From an optimization exercise on the open Yosys and OpenROAD flow, aimed at small area, a short achievable clock period and few clock cycles per item; shortcuts taken in it are not production practice.
The RTL was checked by simulation tests, not by an equivalence proof against the original design.

==> juniper <==
Design geo_corr, start of the top module:
module geo_corr (
    input  wire         clk,
    input  wire         rst,
    input  wire [31:0]  a0, a1, a2,
    input  wire [31:0]  b0, b1, b2,
    input  wire [31:0]  zofs, zgain,
    input  wire [31:0]  fxmin, fymin, fxmax, fymax,
    input  wire         in_valid,
    output reg          in_ready,
    input  wire [31:0]  in_x, in_y, in_z,
    output reg          out_valid,
    output reg  [31:0]  out_x, out_y, out_z,
    output reg  [2:0]   out_sat,
    output wire         mem_req,
    output wire [12:0]  mem_addr,
    input  wire [95:0]  mem_rdata
);
==> flow/config.mk <==
export PLATFORM = sky130hd
export DESIGN_NAME = geo_corr
export DESIGN_NICKNAME = geo_corr
export VERILOG_FILES = /design/flow/design.v
export SDC_FILE = /design/flow/constraint.sdc
export NUM_CORES = 8
export LEC_CHECK = 0
export ABC_AREA = 1
export CAP_MARGIN = 20
export CORE_MARGIN = 2
export CORE_UTILIZATION = 40
export PLACE_DENSITY = 0.6
export SLEW_MARGIN = 20
==> flow/constraint.sdc <==
create_clock -name core_clock -period 22.0 [get_ports {clk}]
set_input_delay 4.4000 -clock core_clock [delete_from_list [all_inputs] [get_ports {clk}]]
set_output_delay 4.4000 -clock core_clock [all_outputs]
set_load 0.01 [all_outputs]
standard.sh (not shown) runs the stock make flow with config.mk's settings and CLKGATE_MAP_FILE= SYNTH_SCRIPT=/design/flow/synth_recipe.tcl, a recipe that flattens the netlist after the stock synthesis.
==> flow/flow/run.sh <==
#!/bin/bash
# Layout: the standard ORFS flow (standard.sh: unchanged synthesis and steps, the design's
# clock and constraints), with two optimisation settings passed to it:
#  - the buffers that buffer_ports puts on every input and output port are
#    sky130_fd_sc_hd__buf_2 instead of the flow's default (a 10 um2 delay buffer);
#  - repair_timing aims for 16 ns of setup slack, so that it shortens the critical paths
#    (the clock period stays the design's).
set -euo pipefail
export BUFFER_PORTS_ARGS="-buffer_cell sky130_fd_sc_hd__buf_2"
export SETUP_SLACK_MARGIN=16
bash standard.sh > standard.log 2>&1
==> inputs of harbor, as changes to juniper <==
==> flow/run.sh (new file) <==
#!/bin/bash
# synth_recipe.tcl (not shown) runs the flow's synth.tcl, then flattens the netlist and writes it again
# the make line also repeats each setting of config.mk as NAME=value (left out here)
make -C /OpenROAD-flow-scripts/flow DESIGN_CONFIG=/design/flow/config.mk WORK_HOME=/design/flow/orfs CLKGATE_MAP_FILE= SYNTH_SCRIPT=/design/flow/synth_recipe.tcl finish
removed: flow/flow/run.sh
removed: flow/standard.sh
==> comparison <==
harbor completed without violations. juniper finished clean. Of harbor and juniper, juniper has the higher first-iteration DRC count (gap 2.3%, measured against juniper). Of harbor and juniper, harbor has the higher design area (gap 0.69%, measured against juniper). In juniper the maximum frequency is higher than in harbor, by 17%. Between juniper and harbor, the lower worst setup slack is in harbor (gap 1.1 ns). Between harbor and juniper, the lower routed wire length is in juniper (gap about 0.8%, measured against juniper). Against harbor, the sequential share of layout area of juniper is higher by 0.17 points. Between juniper and harbor, the lower cell count is in harbor (gap 0.23%, measured against harbor). Flip-flop and latch count is the same in juniper and harbor.
Testbench counts of juniper, summed over its fixed seeds: cycles 33,568, items 2,048.
Testbench counts of harbor, summed over its fixed seeds: cycles 33,568, items 2,048.

==> run a: inputs <==
Another version of the RTL of geo_corr (not shown whole).
==> flow/config.mk <==
export PLATFORM = sky130hd
export DESIGN_NAME = geo_corr
export DESIGN_NICKNAME = geo_corr
export VERILOG_FILES = /design/flow/design.v
export SDC_FILE = /design/flow/constraint.sdc
export NUM_CORES = 8
export LEC_CHECK = 0
export ABC_AREA = 1
export CAP_MARGIN = 20
export CORE_MARGIN = 2
export CORE_UTILIZATION = 40
export CTS_CLUSTER_DIAMETER = 120
export CTS_CLUSTER_SIZE = 18
export PLACE_DENSITY = 0.6
export SLEW_MARGIN = 20
==> flow/constraint.sdc <==
create_clock -name core_clock -period 22.0 [get_ports {clk}]
set_input_delay 4.4000 -clock core_clock [delete_from_list [all_inputs] [get_ports {clk}]]
set_output_delay 4.4000 -clock core_clock [all_outputs]
set_load 0.01 [all_outputs]
==> flow/flow/run.sh <==
#!/bin/bash
# Layout: the standard ORFS flow (standard.sh: unchanged synthesis and steps, the design's
# clock and constraints), with two optimisation settings passed to it:
#  - the buffers that buffer_ports puts on every input and output port are
#    sky130_fd_sc_hd__buf_2 instead of the flow's default (a 10 um2 delay buffer);
#  - repair_timing aims for 16 ns of setup slack, so that it shortens the critical paths
#    (the clock period stays the design's).
set -euo pipefail
export BUFFER_PORTS_ARGS="-buffer_cell sky130_fd_sc_hd__buf_2"
export SETUP_SLACK_MARGIN=16
bash standard.sh > standard.log 2>&1
==> inputs of run b, as changes to run a <==
--- a/flow/design.v
+++ b/flow/design.v
@@ -7763,18 +7763,20 @@
             fux <= ~fxn[32]; fuy <= ~fyn[32];
         end else begin
             remx <= r2x; remy <= r2y;
         end
         if (h[2]) begin
             zx <= nx_neg | (wxr == 32'd0);
             zy <= ny_neg | (wyr == 32'd0);
         end
-        qx <= {qx[19:0], b1x, b2x};
-        qy <= {qy[19:0], b1y, b2y};
+        if (|h[12:2]) begin
+            qx <= {qx[19:0], b1x, b2x};
+            qy <= {qy[19:0], b1y, b2y};
+        end
     end
     wire [6:0]  ix = zx ? 7'd0 : fux ? 7'd64 : {1'b0, qx[21:16]};
     wire [6:0]  iy = zy ? 7'd0 : fuy ? 7'd64 : {1'b0, qy[21:16]};
     wire [15:0] fx = (zx | fux) ? 16'd0 : qx[15:0];
     wire [15:0] fy = (zy | fuy) ? 16'd0 : qy[15:0];
     reg  [6:0]  ixr, iyr;
     reg  [15:0] fxr, fyr;
     always @(posedge clk) begin
@@ -7798,66 +7800,65 @@
         if (h[17]) begin
             hox <= {hsx[33:0], lox[5:1]};
             hoy <= {hsy[33:0], loy[5:1]};
             hoz <= {hsz[33:0], loz[5:1]};
         end
     end
     reg [3:0] rc;
     reg signed [7:0] cx0, cx, cy;
+    reg rd_on;
     reg [12:0] ma;
-    reg ma_ok;                           
     reg mrq;
     wire signed [7:0] cxn = h[23] ? $signed({1'b0, ixr}) - 8'sd1 :
                             (rc[1:0] == 2'd3) ? cx0 : cx + 8'sd1;
     wire signed [7:0] cyn = h[23] ? $signed({1'b0, iyr}) - 8'sd1 :
                             (rc[1:0] == 2'd3) ? cy + 8'sd1 : cy;
     wire [6:0] colc = cxn < 0 ? 7'd0 : cxn > 64 ? 7'd64 : cxn[6:0];
     wire [6:0] rowc = cyn < 0 ? 7'd0 : cyn > 64 ? 7'd64 : cyn[6:0];
     always @(posedge clk) begin
         if (rst) begin
             mrq <= 1'b0;
+            rd_on <= 1'b0;
         end else begin
-            if (h[23])
-                mrq <= 1'b1;
-            else if (mrq && rc == 4'd15)
-                mrq <= 1'b0;
+            if (h[23]) begin
+                rd_on <= 1'b1; mrq <= 1'b1;
+            end else if (rd_on && rc == 4'd15) begin
+                rd_on <= 1'b0; mrq <= 1'b0;
+            end
         end
         rc <= h[23] ? 4'd0 : rc + 4'd1;
         if (h[23]) cx0 <= cxn;
         cx <= cxn; cy <= cyn;
-        ma <= man;
-        ma_ok <= ~(man[12] & man[7]);
+        ma <= {rowc, 6'd0} + {6'd0, rowc} + {6'd0, colc};
     end
-    wire [12:0] man = {rowc, 6'd0} + {6'd0, rowc} + {6'd0, colc};
     assign mem_req = mrq;
-    assign mem_addr = {ma[12], ma[11:8] & {4{~ma[12]}}, ma[7] & ~(ma[12] & ma_ok), ma[6:0] & {7{ma_ok}}};
-    reg [33:0] rr0, rr1;                 
+    assign mem_addr = {ma[12], ma[11:8] & {4{~ma[12]}}, ma[7], ma[6:0] & {7{~(ma[12] & ma[7])}}};
+    reg [33:0] rr0, rr1, rr2;            
     wire [33:0] rn0, rn1, rn2;
     wire rdone = h[30] | h[34] | h[38] | h[42];
     wire pload = h[13] | h[17] | h[21] | h[25];
     wire pslot = h[14] | h[18] | h[22] | h[26];
     reg [31:0] f2x, f2y;                 
     wire [31:0] pmop = h[13] ? {16'd0, fx} : h[17] ? {16'd0, fyr} : h[21] ? f2x : f2y;
     wire [15:0] pmdg = h[13] ? fx : (h[17] | h[25]) ? fyr : fxr;
     always @(posedge clk) begin
         rr0 <= pload ? {2'b00, pmop} : rdone ? rn0 : rr1;
-        rr1 <= rdone ? rn1 : rn2;        
+        rr1 <= rdone ? rn1 : rr2;
+        rr2 <= rn2;
     end
     reg [1:0] cs, cl;
-    wire [1:0] cs_n = h[30] ? 2'd0 : cs + 2'd1;
     wire [1:0] cl_n = h[30] ? 2'd0 : (cs == 2'd3) ? cl + 2'd1 : cl;
     reg [31:0] wy [0:3];
-    wire [1:0] wyi = cs_n - cl_n;
     wire [15:0] cone_n, ctwo_n, cneg_n;
-    geo_booth_enc u_ce (.w(pload ? {16'd0, pmdg} : wy[wyi]), .one(cone_n), .two(ctwo_n), .neg(cneg_n));
+    geo_booth_enc u_ce (.w(pload ? {16'd0, pmdg} : wy[cl_n]), .one(cone_n), .two(ctwo_n), .neg(cneg_n));
     reg [15:0] cone, ctwo, cneg;         
     reg cfirst, cpm;
     always @(posedge clk) begin
-        cs <= cs_n;
+        cs <= h[30] ? 2'd0 : cs + 2'd1;
         cl <= cl_n;
         cone <= cone_n; ctwo <= ctwo_n; cneg <= cneg_n;
         cfirst <= (cl_n == 2'd0) & ~pload;
         cpm <= pload;
     end
     wire [38:0] hoc = (cs == 2'd0) ? hox : (cs == 2'd1) ? hoy : hoz;
     wire [31:0] oc  = (cs == 2'd0) ? a0r : (cs == 2'd1) ? b0r : zofsr;
     reg [67:0] gd1, gd2, gd3;            
@@ -7886,52 +7887,43 @@
         kd <= {ck_n == 2'd0 || ck_n == 2'd3, ck_n == 2'd1 || ck_n == 2'd3, ck_n == 2'd1 || ck_n == 2'd2,
                ck_n == 2'd0 || ck_n == 2'd2, ck_n == 2'd3, ck_n == 2'd2, ck_n == 2'd1, ck_n == 2'd0};
     end
     wire [31:0] cwn;
     geo_combo u_cb (.kd(kd), .f3(pw_3), .f2(pw_2), .f(pw_f), .w(cwn));
     reg [31:0] cw;                       
     always @(posedge clk) cw <= cwn;
     always @(posedge clk) begin
-        wy[0] <= (h[29] | h[30] | h[31] | h[32]) ? cw : wy[3];
-        wy[1] <= wy[0]; wy[2] <= wy[1]; wy[3] <= wy[2];
+        if (h[29]) wy[0] <= cw;
+        if (h[30]) wy[1] <= cw;
+        if (h[31]) wy[2] <= cw;
+        if (h[32]) wy[3] <= cw;
     end
     reg [31:0] wring [0:3];
     reg [3:0] pc;
     wire [31:0] wuse = (pc < 4'd4) ? cw : wring[3];
     wire [15:0] lone_n, ltwo_n, lneg_n;
     geo_booth_enc u_le (.w(wuse), .one(lone_n), .two(ltwo_n), .neg(lneg_n));
-    reg [15:0] lone0, ltwo0, lneg0, lone1, ltwo1, lneg1, lone2, ltwo2, lneg2;
-    reg first0, first1, first2;          
-    wire firstn = (pc[1:0] == 2'd0);
+    reg [15:0] lone, ltwo, lneg;
+    reg first;                           
     always @(posedge clk) begin
         pc <= h[24] ? 4'd0 : pc + 4'd1;
         wring[0] <= wuse; wring[1] <= wring[0]; wring[2] <= wring[1]; wring[3] <= wring[2];
-        lone0 <= lone_n;  ltwo0 <= ltwo_n;  lneg0 <= lneg_n;  first0 <= firstn;
-        lone1 <= ~lone_n; ltwo1 <= ~ltwo_n; lneg1 <= ~lneg_n; first1 <= ~firstn;
-        lone2 <= lone0;   ltwo2 <= ltwo0;   lneg2 <= lneg0;   first2 <= first0;
+        lone <= lone_n; ltwo <= ltwo_n; lneg <= lneg_n;
+        first <= (pc[1:0] == 2'd0);
     end
     reg [95:0] nreg;
-    reg [31:0] n2d;                      
-    always @(posedge clk) begin
-        nreg <= mem_rdata;
-        n2d <= nreg[95:64];
-    end
+    always @(posedge clk) nreg <= mem_rdata;
     genvar g;
     generate for (g = 0; g < 3; g = g + 1) begin : g_lane
         reg [63:0] las, lac;
         wire [63:0] ts, tc;
         wire [33:0] rn;
-        wire [15:0] one = (g == 0) ? lone0 : (g == 1) ? ~lone1 : lone2;
-        wire [15:0] two = (g == 0) ? ltwo0 : (g == 1) ? ~ltwo1 : ltwo2;
-        wire [15:0] neg = (g == 0) ? lneg0 : (g == 1) ? ~lneg1 : lneg2;
-        wire        fst = (g == 0) ? first0 : (g == 1) ? ~first1 : first2;
-        wire [31:0] nd  = (g == 2) ? n2d : nreg[32*g +: 32];
-        geo_lane_tree u_t (.one(one), .two(two), .neg(neg), .n(nd),
-                           .as_(las), .ac_(lac), .first(fst), .s(ts), .c(tc));
+        geo_lane_tree u_t (.one(lone), .two(ltwo), .neg(lneg), .n(nreg[32*g +: 32]),
+                           .as_(las), .ac_(lac), .first(first), .s(ts), .c(tc));
         geo_lane_sum u_s (.s(las), .c(lac), .r(rn));
         always @(posedge clk) begin
             las <= ts; lac <= tc;
         end
         if (g == 0) assign rn0 = rn;
         if (g == 1) assign rn1 = rn;
         if (g == 2) assign rn2 = rn;
     end endgenerate
- CORE_UTILIZATION: 40 -> 55
- CTS_CLUSTER_DIAMETER: 120 -> 150
- CTS_CLUSTER_SIZE: 18 -> 20
- PLACE_DENSITY: 0.6 -> 0.7
==> inputs of run c, as changes to run a <==
--- a/flow/design.v
+++ b/flow/design.v
@@ -7763,18 +7763,20 @@
             fux <= ~fxn[32]; fuy <= ~fyn[32];
         end else begin
             remx <= r2x; remy <= r2y;
         end
         if (h[2]) begin
             zx <= nx_neg | (wxr == 32'd0);
             zy <= ny_neg | (wyr == 32'd0);
         end
-        qx <= {qx[19:0], b1x, b2x};
-        qy <= {qy[19:0], b1y, b2y};
+        if (|h[12:2]) begin
+            qx <= {qx[19:0], b1x, b2x};
+            qy <= {qy[19:0], b1y, b2y};
+        end
     end
     wire [6:0]  ix = zx ? 7'd0 : fux ? 7'd64 : {1'b0, qx[21:16]};
     wire [6:0]  iy = zy ? 7'd0 : fuy ? 7'd64 : {1'b0, qy[21:16]};
     wire [15:0] fx = (zx | fux) ? 16'd0 : qx[15:0];
     wire [15:0] fy = (zy | fuy) ? 16'd0 : qy[15:0];
     reg  [6:0]  ixr, iyr;
     reg  [15:0] fxr, fyr;
     always @(posedge clk) begin
@@ -7798,66 +7800,68 @@
         if (h[17]) begin
             hox <= {hsx[33:0], lox[5:1]};
             hoy <= {hsy[33:0], loy[5:1]};
             hoz <= {hsz[33:0], loz[5:1]};
         end
     end
     reg [3:0] rc;
     reg signed [7:0] cx0, cx, cy;
+    reg rd_on;
     reg [12:0] ma;
     reg ma_ok;                           
     reg mrq;
     wire signed [7:0] cxn = h[23] ? $signed({1'b0, ixr}) - 8'sd1 :
                             (rc[1:0] == 2'd3) ? cx0 : cx + 8'sd1;
     wire signed [7:0] cyn = h[23] ? $signed({1'b0, iyr}) - 8'sd1 :
                             (rc[1:0] == 2'd3) ? cy + 8'sd1 : cy;
     wire [6:0] colc = cxn < 0 ? 7'd0 : cxn > 64 ? 7'd64 : cxn[6:0];
     wire [6:0] rowc = cyn < 0 ? 7'd0 : cyn > 64 ? 7'd64 : cyn[6:0];
     always @(posedge clk) begin
         if (rst) begin
             mrq <= 1'b0;
+            rd_on <= 1'b0;
         end else begin
-            if (h[23])
-                mrq <= 1'b1;
-            else if (mrq && rc == 4'd15)
-                mrq <= 1'b0;
+            if (h[23]) begin
+                rd_on <= 1'b1; mrq <= 1'b1;
+            end else if (rd_on && rc == 4'd15) begin
+                rd_on <= 1'b0; mrq <= 1'b0;
+            end
         end
         rc <= h[23] ? 4'd0 : rc + 4'd1;
         if (h[23]) cx0 <= cxn;
         cx <= cxn; cy <= cyn;
         ma <= man;
         ma_ok <= ~(man[12] & man[7]);
     end
     wire [12:0] man = {rowc, 6'd0} + {6'd0, rowc} + {6'd0, colc};
     assign mem_req = mrq;
     assign mem_addr = {ma[12], ma[11:8] & {4{~ma[12]}}, ma[7] & ~(ma[12] & ma_ok), ma[6:0] & {7{ma_ok}}};
-    reg [33:0] rr0, rr1;                 
+    reg [33:0] rr0, rr1, rr2;            
     wire [33:0] rn0, rn1, rn2;
     wire rdone = h[30] | h[34] | h[38] | h[42];
     wire pload = h[13] | h[17] | h[21] | h[25];
     wire pslot = h[14] | h[18] | h[22] | h[26];
     reg [31:0] f2x, f2y;                 
     wire [31:0] pmop = h[13] ? {16'd0, fx} : h[17] ? {16'd0, fyr} : h[21] ? f2x : f2y;
     wire [15:0] pmdg = h[13] ? fx : (h[17] | h[25]) ? fyr : fxr;
     always @(posedge clk) begin
         rr0 <= pload ? {2'b00, pmop} : rdone ? rn0 : rr1;
-        rr1 <= rdone ? rn1 : rn2;        
+        rr1 <= rdone ? rn1 : rr2;
+        rr2 <= rn2;
     end
     reg [1:0] cs, cl;
-    wire [1:0] cs_n = h[30] ? 2'd0 : cs + 2'd1;
     wire [1:0] cl_n = h[30] ? 2'd0 : (cs == 2'd3) ? cl + 2'd1 : cl;
     reg [31:0] wy [0:3];
-    wire [1:0] wyi = cs_n - cl_n;
     wire [15:0] cone_n, ctwo_n, cneg_n;
-    geo_booth_enc u_ce (.w(pload ? {16'd0, pmdg} : wy[wyi]), .one(cone_n), .two(ctwo_n), .neg(cneg_n));
+    geo_booth_enc u_ce (.w(pload ? {16'd0, pmdg} : wy[cl_n]), .one(cone_n), .two(ctwo_n), .neg(cneg_n));
     reg [15:0] cone, ctwo, cneg;         
     reg cfirst, cpm;
     always @(posedge clk) begin
-        cs <= cs_n;
+        cs <= h[30] ? 2'd0 : cs + 2'd1;
         cl <= cl_n;
         cone <= cone_n; ctwo <= ctwo_n; cneg <= cneg_n;
         cfirst <= (cl_n == 2'd0) & ~pload;
         cpm <= pload;
     end
     wire [38:0] hoc = (cs == 2'd0) ? hox : (cs == 2'd1) ? hoy : hoz;
     wire [31:0] oc  = (cs == 2'd0) ? a0r : (cs == 2'd1) ? b0r : zofsr;
     reg [67:0] gd1, gd2, gd3;            
@@ -7886,51 +7890,47 @@
         kd <= {ck_n == 2'd0 || ck_n == 2'd3, ck_n == 2'd1 || ck_n == 2'd3, ck_n == 2'd1 || ck_n == 2'd2,
                ck_n == 2'd0 || ck_n == 2'd2, ck_n == 2'd3, ck_n == 2'd2, ck_n == 2'd1, ck_n == 2'd0};
     end
     wire [31:0] cwn;
     geo_combo u_cb (.kd(kd), .f3(pw_3), .f2(pw_2), .f(pw_f), .w(cwn));
     reg [31:0] cw;                       
     always @(posedge clk) cw <= cwn;
     always @(posedge clk) begin
-        wy[0] <= (h[29] | h[30] | h[31] | h[32]) ? cw : wy[3];
-        wy[1] <= wy[0]; wy[2] <= wy[1]; wy[3] <= wy[2];
+        if (h[29]) wy[0] <= cw;
+        if (h[30]) wy[1] <= cw;
+        if (h[31]) wy[2] <= cw;
+        if (h[32]) wy[3] <= cw;
     end
     reg [31:0] wring [0:3];
     reg [3:0] pc;
     wire [31:0] wuse = (pc < 4'd4) ? cw : wring[3];
     wire [15:0] lone_n, ltwo_n, lneg_n;
     geo_booth_enc u_le (.w(wuse), .one(lone_n), .two(ltwo_n), .neg(lneg_n));
-    reg [15:0] lone0, ltwo0, lneg0, lone1, ltwo1, lneg1, lone2, ltwo2, lneg2;
-    reg first0, first1, first2;          
+    reg [15:0] lone0, ltwo0, lneg0, lone1, ltwo1, lneg1;
+    reg first0, first1;                  
     wire firstn = (pc[1:0] == 2'd0);
     always @(posedge clk) begin
         pc <= h[24] ? 4'd0 : pc + 4'd1;
         wring[0] <= wuse; wring[1] <= wring[0]; wring[2] <= wring[1]; wring[3] <= wring[2];
         lone0 <= lone_n;  ltwo0 <= ltwo_n;  lneg0 <= lneg_n;  first0 <= firstn;
         lone1 <= ~lone_n; ltwo1 <= ~ltwo_n; lneg1 <= ~lneg_n; first1 <= ~firstn;
-        lone2 <= lone0;   ltwo2 <= ltwo0;   lneg2 <= lneg0;   first2 <= first0;
     end
     reg [95:0] nreg;
-    reg [31:0] n2d;                      
-    always @(posedge clk) begin
-        nreg <= mem_rdata;
-        n2d <= nreg[95:64];
-    end
+    always @(posedge clk) nreg <= mem_rdata;
     genvar g;
     generate for (g = 0; g < 3; g = g + 1) begin : g_lane
         reg [63:0] las, lac;
         wire [63:0] ts, tc;
         wire [33:0] rn;
-        wire [15:0] one = (g == 0) ? lone0 : (g == 1) ? ~lone1 : lone2;
-        wire [15:0] two = (g == 0) ? ltwo0 : (g == 1) ? ~ltwo1 : ltwo2;
-        wire [15:0] neg = (g == 0) ? lneg0 : (g == 1) ? ~lneg1 : lneg2;
-        wire        fst = (g == 0) ? first0 : (g == 1) ? ~first1 : first2;
-        wire [31:0] nd  = (g == 2) ? n2d : nreg[32*g +: 32];
-        geo_lane_tree u_t (.one(one), .two(two), .neg(neg), .n(nd),
+        wire [15:0] one = (g == 0) ? lone0 : ~lone1;
+        wire [15:0] two = (g == 0) ? ltwo0 : ~ltwo1;
+        wire [15:0] neg = (g == 0) ? lneg0 : ~lneg1;
+        wire        fst = (g == 0) ? first0 : ~first1;
+        geo_lane_tree u_t (.one(one), .two(two), .neg(neg), .n(nreg[32*g +: 32]),
                            .as_(las), .ac_(lac), .first(fst), .s(ts), .c(tc));
         geo_lane_sum u_s (.s(las), .c(lac), .r(rn));
         always @(posedge clk) begin
             las <= ts; lac <= tc;
         end
         if (g == 0) assign rn0 = rn;
         if (g == 1) assign rn1 = rn;
         if (g == 2) assign rn2 = rn;
==> run notes <==
Between run c and run b, the lower wire length is in run b (gap 2.7%, measured against run b).
Critical path depth: run c < run a < run b.
Setup slack: run c is better than run b (0.11 ns).
Via count: run a < run c < run b.
Cell area, lowest first: run b, run a, run c.
The highest worst hold slack belongs to run b, the lowest to run c.
Synthesized cell count: run a > run c > run b.
Non-clock buffer count: run a > run c > run b.
The lowest utilization belongs to run c, the highest to run b.
Testbench counts of run a, summed over its fixed seeds: cycles 33,824, items 2,048.
Testbench counts of run b, summed over its fixed seeds: cycles 33,824, items 2,048.
Testbench counts of run c, summed over its fixed seeds: cycles 33,824, items 2,048.

separate check: timing with driven ports:
In the flow no input, the clock included, has a driving cell. The finished layouts below were timed again as built, in two steps.
Step 1 assumes that a clkbuf_16 drives the clock port and a buf_2 every other input.
Step 2 moves the port delays by t, midway between the first and last clock arrival at a register: inputs arrive t later, outputs are due t later. That takes back most of the time a late clock gives input paths.
Three values: no drivers, after step 1, after step 2; two values: the first two.
run	t (ns)	slack for setup (ns)	pins driven straight from the clock port
juniper	1.127	15.911 / 15.767 / 15.684	1
harbor	1.114	14.852 / 14.852 / 14.852	1
run a	1.061	16.016 / 15.879 / 15.336	1
run b	1.066	15.952 / 15.892 / 15.300	1
run c	1.090	16.058 / 15.929 / 15.552	1
After both steps every run listed still meets setup and hold. The setup slack of run a, which loses most, moves by -0.137 ns with the drivers and by -0.680 ns with both steps.
